Context: an optimization exercise on an open-source flow, tuned for small area. The choices shown serve that exercise and are no tape-out recipe.
Only simulation tests tie the RTL to the original design; equivalence was not proved.

Design ce0_loop, start of the top module:
module ce0_loop (
    input              clk,
    input              rst,
    input      [2:0]   phases,
    input              polarity,
    input      [223:0] i_coef,
    input      [31:0]  i_out_max,
    input      [31:0]  i_out_min,
    input      [159:0] s_coef,
    input      [31:0]  s_out_lim,
    input      [15:0]  d_min,
    input      [15:0]  d_max,
    input              close,
    input      [15:0]  pre_d,
    input              start,
    input      [15:0]  i_ref,
    input      [15:0]  i_str,
    input      [71:0]  iph,
    output             ready,
    output reg         done,
    output reg [95:0]  duty,
    output reg         sat_i,
    output reg         sat_share
);
Size: about 800 flip-flops, ~0.044 mm2 of cells after synthesis.
export LEC_CHECK = 0
export CAP_MARGIN = 20
export CORE_MARGIN = 2
export CORE_UTILIZATION = 40
export SLEW_MARGIN = 20
create_clock -name core_clock -period 17.0 [get_ports {clk}]
standard.sh (not shown) runs the stock make flow with config.mk's settings and CLKGATE_MAP_FILE= SYNTH_SCRIPT=/design/flow/synth_recipe.tcl, a recipe that flattens the netlist after the stock synthesis.
==> flow/flow/run.sh <==
#!/bin/bash
# Layout flow: the standard ORFS flow with these changes.
#  - Synthesis is the standard one, but ABC maps the logic with an
#    area-oriented script (flow/abc_area.script); registers are untouched.
#  - Port buffers are the smallest buffer cell (buf_1).
#  - Clock tree built from small clock buffers, without dummy loads.
# The make output goes to flow.log; ORFS keeps each step's log in orfs/logs.
set -euo pipefail
W=$PWD
F=$W/flow
cat > $W/my_synth.tcl <<EOS
proc abc {args} {
  set i [lsearch -exact \$args -script]
  if {\$i >= 0} { set args [lreplace \$args [expr {\$i + 1}] [expr {\$i + 1}] $F/abc_area.script] }
  yosys abc {*}\$args
}
source $W/synth_recipe.tcl
EOS
sed "s|SYNTH_SCRIPT=[^ ]*|SYNTH_SCRIPT=$W/my_synth.tcl|" standard.sh > my_standard.sh
grep -q "SYNTH_SCRIPT=$W/my_synth.tcl" my_standard.sh
export BUFFER_PORTS_ARGS="-buffer_cell sky130_fd_sc_hd__buf_1"
export CTS_ARGS="-sink_clustering_enable -repair_clock_nets -dont_use_dummy_load -buf_list {sky130_fd_sc_hd__clkbuf_4} -sink_clustering_size 8 -sink_clustering_max_diameter 50"
bash my_standard.sh > flow.log 2>&1
==> flow/flow/abc_area.script <==
strash
&get -n
&fraig -x
&put
scorr
dc2
strash
&get -n
&deepsyn -T 120
&dch -f
&nf -R 1000
&put
topo
dnsize -c
stime -c
Edit:
--- a/flow/design.v
+++ b/flow/design.v
@@ -166,35 +166,35 @@
             fin_c <= run && cur && (tt == 4'd6) && h;
             fin_s <= last_mac;
             if (fin_c && (hi || lo))
                 sat_i <= 1'b1;
             if (fin_s && (hi || lo))
                 sat_share <= 1'b1;
             case (state)
                 ST_IDLE: begin
                     if (close) begin
                         sat_i     <= 1'b0;
                         sat_share <= 1'b0;
-                        x     <= 3'd0;
+                        dc    <= 5'd0;
                         state <= ST_CLR;
                     end else if (start) begin
                         tt    <= 4'd0;
                         h     <= 1'b0;
                         x     <= 3'd0;
                         dc    <= 5'd0;
                         state <= ST_RUN;
                     end
                 end
                 ST_CLR: begin
-                    x <= x + 3'd1;
-                    if (x == 3'd5)
+                    dc <= dc + 5'd1;
+                    if (dc == 5'd11)
                         state <= ST_IDLE;
                 end
                 default: begin
                     if (dc != 5'd31)
                         dc <= dc + 5'd1;
                     if (cur) begin
                         h <= !h;
                         if (h) tt <= tt + 4'd1;
                     end else if (x == 3'd6) begin
                         duty  <= {tail, F[4], F[3], F[2], F[1], F[0]};
                         done  <= 1'b1;
@@ -202,24 +202,23 @@
                     end else if (sh_step) begin
                         tt <= 4'd7;
                         h  <= 1'b0;
                         x  <= x + 3'd1;
                     end else if (act) begin
                         h <= !h;
                         if (h) tt <= tt + 4'd1;
                     end
                 end
             endcase
         end
-        if (run)
-            acc <= acc_nxt;
+        acc <= acc_nxt;
         if (idle && start)
             dq <= 15'd0;
         else if (sum_ph) begin
             if (dc[2:0] < n_ph)
                 dq <= dq + {{3{F[0][11]}}, F[0][11:0]};
         end else if (run && dc == 5'd6) begin
             dq[13:0] <= dm;
             dr <= {1'b0, dm[13:12]};
         end else if (run && dc >= 5'd7 && dc <= 5'd18) begin
             dq[13:0] <= {dq[12:0], dge};
             dr <= dge ? dd[2:0] : dt[2:0];
@@ -240,24 +239,24 @@
             U[1] <= U[2];
             U[2] <= U[0];
         end
         if (ring_step) begin
             for (i = 0; i < 5; i = i + 1) begin
                 ex1[i] <= ex1[i+1];
                 ex2[i] <= ex2[i+1];
                 sx1[i] <= sx1[i+1];
                 sx2[i] <= sx2[i+1];
             end
             ex1[5] <= act ? exnow : 13'd0;
-            ex2[5] <= clr ? 13'd0 : ex1[0];
-            sx2[5] <= clr ? 20'd0 : sx1[0];
+            ex2[5] <= ex1[0];
+            sx2[5] <= sx1[0];
         end
         if (ring_step || fin_s)
             sx1[5] <= fin_s ? q : 20'd0;
         if (idle && start) begin
             for (i = 0; i < 6; i = i + 1)
                 F[i][11:0] <= iph[12*i +: 12];
         end else if (sum_ph || sh_step) begin
             for (i = 0; i < 5; i = i + 1)
                 F[i] <= F[i+1];
             F[5] <= sum_ph ? F[0] : tail;
         end else if (fin_s)
Result:
- non-clock buffer count decreases by 19
- cell count decreases slightly
- die area decreases slightly
- worst hold slack loses 0.093 ns
- routed wire length decreases by a few percent
- register-to-register slack loses 0.32 ns
- design area decreases slightly
- synthesized cell count is about the same
- global-route usage decreases by 1.1 points
- worst setup slack loses 0.13 ns

-- re-timing with driven ports --
The flow's constraints put no driver on any port. The routed layouts listed below were extracted and timed again, unchanged, in two steps. Step 1: set_driving_cell puts a clkbuf_16 on clk and a buf_2 on each other input, an assumption about the parent block. Step 2, shift: input delay + t, output delay - t, t = (earliest + latest rising clock arrival at the registers) / 2. This alone moves slack from input paths to output paths. a / b / c = ideal ports / drivers / drivers and shift; a / b = the first two.
| run | shift t [ns] | setup slack, ns | latest minus earliest clock arrival (ns) | worst data-port slew with drivers (ns) |
|---|---|---|---|---|
| the first run | 0.994 | 1.324 / 1.346 / 0.352 | 0.181 / 0.180 | 0.32 |
| the second run | 0.978 | 1.196 / 1.241 / 0.263 | 0.153 / 0.153 | 0.23 |
After both steps setup and hold are still met in every run listed. The setup slack of the first run, which loses most, moves by +0.022 ns with the drivers and by -0.972 ns with both steps.
